Context: an optimization exercise on an open-source flow, tuned for small area, a short achievable clock period and few clock cycles. The choices shown serve that exercise and are no tape-out recipe.
The RTL was checked by simulation tests, not by an equivalence proof against the original design.

--- config.mk ---
export PLATFORM = sky130hd
export DESIGN_NAME = crc_top
export DESIGN_NICKNAME = crc_top
export VERILOG_FILES = /design/flow/design.v
export SDC_FILE = /design/flow/constraint.sdc
export NUM_CORES = 4
export LEC_CHECK = 0
export CAP_MARGIN = 20
export CORE_MARGIN = 2
export CORE_UTILIZATION = 45
export PLACE_DENSITY = 0.55
export SLEW_MARGIN = 20
--- constraint.sdc ---
create_clock -name core_clock -period 32.0 [get_ports {clk}]
set_input_delay 6.4000 -clock core_clock [delete_from_list [all_inputs] [get_ports {clk}]]
set_output_delay 6.4000 -clock core_clock [all_outputs]
set_load 0.01 [all_outputs]
--- design.v ---
module crc_top (
    input  wire        clk,
    input  wire        rst,
    input  wire        wr_en,
    input  wire        rd_en,
    input  wire [6:0]  addr,
    input  wire [31:0] wdata,
    output reg         ready,
    output reg         rvalid,
    output reg  [31:0] rdata
);
    localparam [31:0] MU_RESET = 32'h04D1_01DF;
    reg  [6:0]  width;
    reg         refin;
    reg         refout;
    reg  [1:0]  feed_w;
    reg  [63:0] poly;
    reg  [63:0] init;
    reg  [63:0] xorout;
    reg  [5:0]  sh_p, sh_l, sh_m;     
    reg         w_lt64;               
    reg  [63:0] sreg;
    reg  [5:0]  sh_st;
    reg         nat;                  
    reg         clean;                
    reg  [31:0] state_hi_wr;
    reg  [31:0] state_hi_rd;
    reg  [31:0] result_hi_rd;
    reg  [31:0] feed;
    reg  [1:0]  feed_left;            
    reg         feed_byte;            
    reg         step;                 
    reg  [31:0] mu;
    reg         mu_ok;
    reg  [3:0]  mu_cnt;               
    reg  busy;
    wire acc_wr = wr_en && !busy;
    wire acc_rd = rd_en && !wr_en && !busy;
    wire [4:0] a = addr[6:2];
    wire [6:0]  w_new  = (wdata[6:0] < 7'd3) ? 7'd3 : (wdata[6:0] > 7'd64) ? 7'd64 : wdata[6:0];
    wire [5:0]  sh_new = ~(w_new[5:0] - 6'd1);
    wire [63:0] wmask  = {64{1'b1}} >> sh_m;
    wire [63:0] p_al   = poly << sh_p;
    reg  [63:0] p_al_q;
    wire [31:0] tx = sreg[63:32] ^ feed;
    wire [31:0] te = !step     ? 32'd0 :
                     feed_byte ? {24'd0, tx[31:24]} : tx;
    wire [31:0] q;
    genvar m, k, n;
    generate
        for (m = 0; m < 31; m = m + 1) begin : g_hi
            wire [30-m:0] t;
            for (k = 0; k <= 30 - m; k = k + 1) begin : g_t
                assign t[k] = te[m+1+k] & mu[31-k];
            end
            assign q[m] = te[m] ^ (^t);
        end
    endgenerate
    assign q[31] = te[31];
    wire [63:0] r;
    generate
        for (n = 0; n < 64; n = n + 1) begin : g_lo
            localparam integer NT = (n < 32) ? n + 1 : 32;
            wire [NT-1:0] t;
            for (k = 0; k < NT; k = k + 1) begin : g_t
                assign t[k] = q[k] & p_al_q[n-k];
            end
            assign r[n] = ^t;
        end
    endgenerate
    wire [63:0] s_shift = !step     ? sreg :
                          feed_byte ? {sreg[55:0], 8'd0} : {sreg[31:0], 32'd0};
    wire [63:0] s_eng   = s_shift ^ r;            
    wire [63:0] s_nat = s_eng >> sh_st;           
    wire [5:0]  amt_l = sh_l - sh_st;
    wire [127:0] l_rr = {sreg, sreg} << amt_l;
    wire [63:0] l_al  = l_rr[127:64];
    reg  [63:0] refl_e, refl_l;                   
    reg  [63:0] hmask;                            
    integer j;
    always @(*) begin
        for (j = 0; j < 64; j = j + 1) begin
            refl_e[j] = s_eng[63 - j];
            refl_l[j] = l_al[63 - j];
            hmask[j]  = wmask[63 - j];
        end
    end
    wire        r_e = refout && !nat;
    wire        r_l = refout && nat;
    wire [63:0] result = ((({64{r_e}} & refl_e) | ({64{!refout}} & s_nat) | ({64{r_l}} & refl_l))
                          & wmask) ^ (xorout & wmask);
    wire [31:0] ptop = p_al[63:32];               
    reg  [31:0] fr;
    reg  [31:0] mm;
    integer i;
    always @(*) begin
        for (i = 0; i < 32; i = i + 1)
            fr[i] = ptop[31 - i];
        mm = mu;
        for (i = 0; i < 4; i = i + 1)
            mm = {mm[30:0], ^(fr & mm)};
    end
    reg [31:0] d_ord;
    always @(*) begin
        for (j = 0; j < 32; j = j + 1)
            d_ord[j] = refin ? wdata[31 - j] : wdata[8 * (3 - j / 8) + (j % 8)];
    end
    wire wr_cfg   = acc_wr && a == 5'h10;
    wire wr_poly  = acc_wr && ((a == 5'h11 && w_lt64) || (a == 5'h12 && !sh_l[5]));
    wire wr_start = acc_wr && a == 5'h17 && wdata[0];
    wire wr_data  = acc_wr && a == 5'h18;
    wire wr_state = acc_wr && a == 5'h19;
    wire align    = nat && (clean || feed_left != 2'd0);
    reg [1:0] fl_n;
    reg       mu_ok_n, nat_n;
    reg [5:0] sh_st_n;
    always @(*) begin
        fl_n = feed_left;
        if (step) fl_n = feed_left - 2'd1;
        if (wr_data) fl_n = (feed_w == 2'd1) ? 2'd2 : 2'd1;
        mu_ok_n = mu_ok;
        if (mu_cnt == 4'd1) mu_ok_n = 1'b1;
        if (wr_cfg || wr_poly) mu_ok_n = 1'b0;
        sh_st_n = sh_st;
        nat_n   = nat;
        if (align) begin
            sh_st_n = sh_l;
            nat_n   = 1'b0;
        end
        if (wr_start || wr_state) begin
            sh_st_n = 6'd0;
            nat_n   = w_lt64;
        end
        if (wr_cfg)
            nat_n   = 1'b1;
    end
    reg [31:0] rd_val;
    always @(*) begin
        case (a)
            5'h10:   rd_val = {21'd0, feed_w, refout, refin, width};
            5'h11:   rd_val = poly[31:0];
            5'h12:   rd_val = poly[63:32];
            5'h13:   rd_val = init[31:0];
            5'h14:   rd_val = init[63:32];
            5'h15:   rd_val = xorout[31:0];
            5'h16:   rd_val = xorout[63:32];
            5'h1A:   rd_val = state_hi_rd;
            5'h1C:   rd_val = result_hi_rd;
            default: rd_val = 32'd0;
        endcase
        rd_val = rd_val | ({32{a == 5'h19}} & s_nat[31:0]) | ({32{a == 5'h1B}} & result[31:0]);
    end
    always @(posedge clk) begin
        p_al_q <= p_al;
        rdata  <= rd_val;
    end
    always @(posedge clk) begin
        if (rst) begin
            width        <= 7'd32;
            refin        <= 1'b1;
            refout       <= 1'b1;
            feed_w       <= 2'd2;
            sh_p         <= 6'd32;
            sh_l         <= 6'd32;
            sh_m         <= 6'd32;
            w_lt64       <= 1'b1;
            poly         <= 64'h0000_0000_04C1_1DB7;
            init         <= 64'h0000_0000_FFFF_FFFF;
            xorout       <= 64'h0000_0000_FFFF_FFFF;
            sreg         <= 64'd0;
            sh_st        <= 6'd32;
            nat          <= 1'b0;
            clean        <= 1'b1;
            state_hi_wr  <= 32'd0;
            state_hi_rd  <= 32'd0;
            result_hi_rd <= 32'd0;
            feed_left    <= 2'd0;
            feed_byte    <= 1'b0;
            step         <= 1'b0;
            mu           <= MU_RESET;
            mu_ok        <= 1'b1;
            mu_cnt       <= 4'd0;
            ready        <= 1'b1;
            busy         <= 1'b0;
            rvalid       <= 1'b0;
        end else begin
            rvalid    <= acc_rd;
            feed_left <= fl_n;
            mu_ok     <= mu_ok_n;
            sh_st     <= sh_st_n;
            nat       <= nat_n;
            step      <= (fl_n != 2'd0) && mu_ok_n && !nat_n;
            ready     <= (fl_n == 2'd0) || (fl_n == 2'd1 && mu_ok_n && !nat_n);
            busy      <= !((fl_n == 2'd0) || (fl_n == 2'd1 && mu_ok_n && !nat_n));
            if (mu_cnt != 4'd0) begin
                mu     <= mm;
                mu_cnt <= mu_cnt - 4'd1;
            end
            if (wr_cfg || wr_poly) begin
                mu     <= 32'd1;
                mu_cnt <= 4'd8;
            end
            if (step)
                feed <= {feed[23:0], 8'd0};
            sreg <= s_eng;
            if (align) begin
                sreg  <= l_al & hmask;
                clean <= 1'b1;
            end
            if (wr_cfg)
                clean <= 1'b0;
            if (wr_start) begin
                sreg  <= init & wmask;
                clean <= 1'b1;
            end
            if (wr_state) begin
                sreg  <= {state_hi_wr, wdata} & wmask;
                clean <= 1'b1;
            end
            if (acc_wr) begin
                case (a)
                    5'h10: begin
                        width  <= wdata[6:0];
                        refin  <= wdata[7];
                        refout <= wdata[8];
                        feed_w <= wdata[10:9];
                        sh_p   <= sh_new;
                        sh_l   <= sh_new;
                        sh_m   <= sh_new;
                        w_lt64 <= (sh_new != 6'd0);
                    end
                    5'h11: poly[31:0]    <= wdata;
                    5'h12: poly[63:32]   <= wdata;
                    5'h13: init[31:0]    <= wdata;
                    5'h14: init[63:32]   <= wdata;
                    5'h15: xorout[31:0]  <= wdata;
                    5'h16: xorout[63:32] <= wdata;
                    5'h18: begin
                        feed      <= d_ord;
                        feed_byte <= (feed_w[1] == 1'b0);
                    end
                    5'h1A: state_hi_wr <= wdata;
                    default: ;
                endcase
            end
            if (acc_rd && a == 5'h19) state_hi_rd  <= s_nat[63:32];
            if (acc_rd && a == 5'h1B) result_hi_rd <= result[63:32];
        end
    end
endmodule
--- flow/run.sh ---
#!/bin/bash
# The standard layout, with port buffers of a normal drive strength and timing repair
# aiming for setup slack beyond the default margin. make's output goes to flow_make.log;
# each ORFS step keeps its own log under orfs/logs.
set -euo pipefail
bash standard.sh 'BUFFER_PORTS_ARGS=-buffer_cell sky130_fd_sc_hd__buf_4' SETUP_SLACK_MARGIN=24 finish > flow_make.log 2>&1
--- standard.sh ---
#!/bin/bash
# synth_recipe.tcl (not shown) runs the flow's synth.tcl, then flattens the netlist and writes it again
# the make line also repeats each setting of config.mk as NAME=value (left out here)
make -C /OpenROAD-flow-scripts/flow DESIGN_CONFIG=/design/flow/config.mk WORK_HOME=/design/flow/orfs CLKGATE_MAP_FILE= SYNTH_SCRIPT=/design/flow/synth_recipe.tcl "${@:-finish}"
==> flow_metrics.tcl, run 1 <==
set metrics [dict create \
    status "complete, no violations" \
    ff2ff_path_depth 19 \
    r2r_end "rdata[5]$_DFF_P_" \
    utilization_pct 49.28 \
    ys_ff_latch 550 \
    postRouteAntennaNets 0 \
    clk_pin_slew_worst_paths_ns 0.07 \
    vias 74670 \
    die-area_mm2 0.1630 \
    insertion_delay_ns 0.71 \
    vias_per_cell 6.823 \
    avgSynthCellArea_um2 7.842 \
    ys_top_cells_by_count "nand2_1, xnor2_1, nor2_1" \
    overflow 0 \
    syn-instance-count 9167 \
    finClkSkew_ns 0.06510 \
    syn_area_mm2 0.07189 \
    io_buffers 74 \
    h-tree-depth 2 \
    rsz0062_at_grt "true" \
    ys_top_cells_by_area "dfxtp_1, xnor2_1, nand2_1" \
    hold_viol_final 0 \
    fin_setup_tns_ns 0 \
    max-slew-margin-rel_pct 12.08 \
    rows 146 \
    cts.path.max_buffers 3 \
    grt.total_usage_pct 49.07 \
    cts_sinks 550 \
    cts_made_buffers 61 \
    critPathKind "in2reg" \
    grt_first_pass_wirelength_um 564200 \
    cts_tree "yes" \
    ioPinCount 77 \
    coreArea_mm2 0.1586 \
    final.period_utilization_pct 25.58 \
    drive_gt1_share_pct 14.00 \
    ys_async_sr_fraction_pct 0 \
    dpl-instance-area_mm2 0.07421 \
    initial_core_util_pct 45.34 \
    required_ns 32.58 \
    rr_startpoint "sreg[51]$_SDFF_PP0_" \
    synth_cell_types 100 \
    rrSetupSlack_ns 23.86 \
    drt-initial-drc-count 12760 \
    worstHoldEndpoint "result_hi_rd[5]$_SDFFE_PP0P_" \
    period_minus_slack_ns 8.184 \
    grt_max_degree 104 \
    ff_latch_area_mm2 0.01140 \
    drcViolationCount 0 \
    hp-class "reg2reg" \
    first_pass_iters 9 \
    cp.arrival_ns 8.76 \
    die_x_um 403.7 \
    synth_ff_type "dfxtp_1" \
    grt_pass1_vias 66540 \
    antenna_found_initial 23 \
    multiInputGateArea_mm2 0.05781 \
    hp-start "result_hi_rd[5]$_SDFFE_PP0P_" \
    slew_viol_final 0 \
    nets 8855 \
    wl_per_cell_um 37.95 \
    worst_pin_slew_ns 1.308 \
    die_h_um 403.7 \
    finalInstanceArea_mm2 0.07814 \
    dp.final_hpwl_um 278800 \
    area_growth_pct 8.690 \
    maxCapViolCount 0 \
    yosys_warnings 1 \
    synth_top_cell_area_share_pct 14.42 \
    synth_most_common_cell "nand2_1" \
    num-fill-cells 15490 \
    hold-worst-slack_ns 0.4570 \
    endpoint_kind "flip-flop" \
    place.gp.congestion 1.052 \
    hold_depth 2 \
    critPathMaxFanout 33 \
    synth_top_cell_by_area "dfxtp_1" \
    setup_viol 0 \
    holdBufCountCts 0 \
    synth-seq-area-share_pct 15.76 \
    syn_nets 9221 \
    routed_wirelength_um 415300 \
    cts_root_buf "clkbuf_16" \
    synth_edf_count 32 \
    cp-start-kind "input port" \
    max_freq_mhz 122.2 \
]
[cell type report]
type | count | share of cell area [%]
multi-input cells | 7674 | 73.99
inverters | 59 | 0.2930
clock inverters | 36 | 0.5012
flip-flops and latches | 550 | 14.59
clock buffers | 79 | 2.131
well taps | 2072 | 3.318
repair buffers | 455 | 5.119
diodes | 19 | 0.06085
[per-stage QoR]
stage	setup WS, ns	cells
after floorplan	23.98	9167
after global placement	21.74	10730
after detailed placement	21.72	10730
after CTS	23.78	10890
after global routing	23.83	10930
final	23.82	10940
[kinds of logic (layout without fill, tap and decap cells)]
family	Yosys count	after routing	synth area share [%]
compound gates	1377	1377	12.35
xor+xnor	1878	1879	30.02
fa+ha+maj	11	11	0.2019
buf+inv	947	629	5.409
flops	550	550	15.76
mux	767	767	15.94
other cells	0	19	0
simple gates	3637	3640	20.32
[routing by layer]
| layer | track usage (%) | part of all wire (%) | wire [um] | up-vias |
|---|---|---|---|---|
| met4 | 33.92 | 9.0 | 37480 | 14 |
| met5 | 0 | 0.048 | 198 | - |
| met1 | 63.91 | 37 | 152200 | 36410 |
| met3 | 12.43 | 13 | 55170 | 1415 |
| li1 | - | - | - | 30480 |
| met2 | 71.05 | 41 | 170200 | 6349 |
[worst max-delay path: stages]
cell and delay, ns:
buf_8 0.10, or3b_4 0.25, buf_4 0.11, nor2_2 0.04, buf_12 0.19, a222oi_1 1.13
nand3_1 0.15, a31oi_1 0.25, o21ai_2 0.12
[timing repair]
| action | 4_1_cts | 5_1_grt |
|---|---|---|
| cloned | 6 | 5 |
| setup endpoints to repair | 350 | 133 |
| buffers inserted | 38 | 31 |
| pin swaps | 19 | 12 |
| resized for setup | 141 | 90 |
[flip-flops by register name, summed over array words and instances (netlist names), 64 cells and up]
signal  flops
p_al_q     64
poly       64
sreg       64
init       64
xorout     64
[cell usage in the layout (no fill, tap or decap), types with 27 or more instances in the layout]
master	synthesis	routed
edfxtp_1	32	32
a22oi_1	87	79
mux2_2	111	111
dfxtp_1	518	473
o21ai_0	197	191
xor2_1	355	349
clkbuf_16	0	65
a211oi_1	92	89
nand2_1	2377	2369
xnor3_1	312	283
xnor2_1	1152	1123
a31oi_1	64	62
nor2_1	765	748
nor2b_1	30	29
a22o_1	56	55
xnor2_2	1	30
o211ai_1	49	49
buf_4	25	393
inv_1	48	45
xnor3_2	2	27
nand3_1	223	218
o22ai_1	39	39
dfxtp_2	0	41
a21oi_1	495	492
a311oi_1	29	29
mux2i_1	365	357
a221oi_1	42	31
nor3_1	90	80
xor3_1	51	44
mux4_2	291	291
[how the worst max path moves through the flow]
stage | from | to | slack (ns) | depth (start not counted)
after global routing | addr[2] | rdata[30]$_DFF_P_ | 23.83 | 10
after global placement | addr[3] | sreg[8]$_SDFF_PP0_ | 21.74 | 10
after CTS | step$_SDFF_PP0_ | rdata[2]$_DFF_P_ | 23.78 | 21
after floorplan | addr[5] | init[24]$_SDFFE_PP1P_ | 23.98 | 6
after detailed placement | addr[3] | sreg[8]$_SDFF_PP0_ | 21.72 | 10
final | addr[6] | rdata[10]$_DFF_P_ | 23.82 | 9
Testbench counts, summed over its fixed seeds: cycles 52,286.
==> run 2, diff against run 1 <==
--- a/flow/run.sh
+++ b/flow/run.sh
@@ -4,3 +4,3 @@
 # each ORFS step keeps its own log under orfs/logs.
 set -euo pipefail
-bash standard.sh 'BUFFER_PORTS_ARGS=-buffer_cell sky130_fd_sc_hd__buf_4' SETUP_SLACK_MARGIN=24 finish > flow_make.log 2>&1
+bash standard.sh 'BUFFER_PORTS_ARGS=-buffer_cell sky130_fd_sc_hd__buf_4' SETUP_SLACK_MARGIN=24.2 finish > flow_make.log 2>&1
--- a/config.mk
+++ b/config.mk
@@ -8,5 +8,5 @@
 export CAP_MARGIN = 20
 export CORE_MARGIN = 2
-export CORE_UTILIZATION = 45
-export PLACE_DENSITY = 0.55
+export CORE_UTILIZATION = 25
+export PLACE_DENSITY = 0.45
 export SLEW_MARGIN = 20
==> flow_metrics.tcl, run 2 <==
set metrics [dict create \
    cp-start-kind "input port" \
    io_buffers 74 \
    critPathKind "in2reg" \
    ys_top_cells_by_area "dfxtp_1, xnor2_1, nand2_1" \
    rr_startpoint "sreg[35]$_SDFF_PP0_" \
    required_ns 32.55 \
    hold_viol_final 0 \
    synth-seq-area-share_pct 15.76 \
    grt_pass1_vias 67590 \
    ys_async_sr_fraction_pct 0 \
    antenna_found_initial 19 \
    synth_top_cell_area_share_pct 14.42 \
    cts.path.max_buffers 3 \
    synth_top_cell_by_area "dfxtp_1" \
    critPathMaxFanout 11 \
    cts_root_buf "clkbuf_16" \
    ys_top_cells_by_count "nand2_1, xnor2_1, nor2_1" \
    die_h_um 540.2 \
    final_common_cell "nand2_1" \
    drcViolationCount 0 \
    h-tree-depth 3 \
    rrSetupSlack_ns 24.18 \
    setup_viol 0 \
    hp-class "reg2reg" \
    maxCapViolCount 0 \
    place.gp.congestion 0.9869 \
    die-area_mm2 0.2919 \
    worst_slack_ns 24.04 \
    max_freq_mhz 125.7 \
    dpl-instance-area_mm2 0.07671 \
    synth_ff_type "dfxtp_1" \
    vias 74170 \
    vias_per_cell 5.841 \
    yosys_warnings 1 \
    cts_sinks 550 \
    placed_cells 12440 \
    wl_per_cell_um 35.69 \
    nets 8930 \
    syn_nets 9221 \
    grt_first_pass_wirelength_um 605000 \
    r2r_end "rdata[26]$_DFF_P_" \
    drt-initial-drc-count 11000 \
    synth_cell_types 100 \
    final.period_utilization_pct 24.86 \
    rsz0062_at_grt "true" \
    slew_viol_final 0 \
    max-slew-margin-rel_pct 10.84 \
    ff2ff_path_depth 20 \
    first_pass_iters 8 \
    clk_pin_slew_worst_paths_ns 0.06 \
    area_growth_pct 14.80 \
    grt.total_usage_pct 29.55 \
    ioPinCount 77 \
    coreArea_mm2 0.2857 \
    grt_max_degree 70 \
    synth_most_common_cell "nand2_1" \
    cp.arrival_ns 8.51 \
    mostFrequentLayoutCells "nand2_1, xnor2_1, nor2_1" \
    rows 196 \
    synth_edf_count 32 \
    fin_setup_tns_ns 0 \
    drive_gt1_share_pct 16.21 \
    hp-start "result_hi_rd[20]$_SDFFE_PP0P_" \
    overflow 0 \
    ff_latch_area_mm2 0.01141 \
    worst_pin_slew_ns 1.300 \
    cts_tree "yes" \
    postRouteAntennaNets 0 \
    cts_made_buffers 68 \
    period_minus_slack_ns 7.956 \
    layout.cells.non_filler 12700 \
    finClkSkew_ns 0.07592 \
    hold-worst-slack_ns 0.4533 \
    pre_cts_ws_ns 21.45 \
    hold_depth 2 \
    die_x_um 540.2 \
    endpoint_kind "flip-flop" \
    status "complete, no violations" \
    ys_ff_latch 550 \
    multiInputGateArea_mm2 0.05886 \
    dp.final_hpwl_um 305600 \
    routed_wirelength_um 453200 \
    avgSynthCellArea_um2 7.842 \
    num-fill-cells 30270 \
    utilization_pct 28.89 \
    finalInstanceArea_mm2 0.08253 \
    syn_area_mm2 0.07189 \
    insertion_delay_ns 0.73 \
    worstHoldEndpoint "result_hi_rd[20]$_SDFFE_PP0P_" \
    initial_core_util_pct 25.16 \
    syn-instance-count 9167 \
]
run 2: critical path, stage by stage:
cell       delay (ns)
buf_4            0.13
nand3b_1         0.17
buf_6            0.15
or3_4            0.43
buf_4            0.18
clkbuf_16        0.21
a21oi_1          0.17
nor3_1           0.06
a31oi_1          0.48
nor2_1           0.12
run 2: cell type report:
| cell class | count | share of cell area [%] |
|---|---|---|
| Antenna cell | 11 | 0.03335 |
| Multi-Input combinational cell | 7676 | 71.31 |
| Inverter | 59 | 0.2789 |
| Sequential cell | 550 | 13.83 |
| Clock buffer | 92 | 2.294 |
| Timing Repair Buffer | 521 | 6.057 |
| Tap cell | 3762 | 5.703 |
| Clock inverter | 28 | 0.4927 |
run 2: logic make-up (layout without fill, tap and decap cells):
family                   after synthesis  count (layout)  share of synthesized area (%)
adder cells (fa/ha/maj)               11              11                         0.2019
AND/OR/NAND/NOR                     3637            3641                          20.32
buffers and inverters                947             700                          5.409
flip-flops                           550             550                          15.76
AO/OA/AOI/OAI                       1377            1377                          12.35
XOR/XNOR                            1878            1880                          30.02
multiplexers                         767             767                          15.94
other                                  0              11                              0
run 2: what timing repair did:
item,CTS,global route
setup buffers,65,42
hold buffers,0,0
endpoints found under the setup margin,270,113
gates resized for setup,302,127
hold endpoints to repair,0,0
pin swaps,43,36
gates cloned,13,10
run 2: how the worst max path moves through the flow:
stage                     from             endpoint  slack (ns)
2_1_floorplan          addr[5]      busy$_SDFF_PP0_       24.05
3_3_place_gp   step$_SDFF_PP0_     rdata[4]$_DFF_P_       21.41
3_5_place_dp   step$_SDFF_PP0_     rdata[4]$_DFF_P_       21.45
4_1_cts                addr[6]    rdata[27]$_DFF_P_       24.11
5_1_grt                addr[5]  sreg[49]$_SDFF_PP0_       24.08
6_report               addr[5]  sreg[49]$_SDFF_PP0_       24.04
run 2: routing by layer:
layer  vias to the layer above  GRT usage [%]  wire length, um  share of wire, %
li1                      30640              -                -                 -
met1                     37440          39.83           183900                41
met2                      5102          44.15           190700                42
met3                       977          5.754            47660                11
met4                        12          16.03            30800               6.8
met5                         -              0               80             0.018

what the ideal ports hide:
How much do the figures lean on ideal ports? The routed layouts below were timed once more, with nothing changed but the port constraints. Step 1 assumes that a clkbuf_16 drives the clock port and a buf_2 every other input. Step 2, shift: input delay + t, output delay - t, t = (earliest + latest rising clock arrival at the registers) / 2. This alone moves slack from input paths to output paths. Slacks: ideal / step 1 / step 2; pairs: ideal / step 1.
| run | shift t [ns] | slack for setup (ns) | worst data-port slew with drivers (ns) |
|---|---|---|---|
| run 1 | 0.750 | 23.816 / 23.850 / 23.101 | 0.05 |
| run 2 | 0.773 | 24.044 / 24.102 / 23.329 | 0.08 |
After both steps every run listed still meets setup and hold.
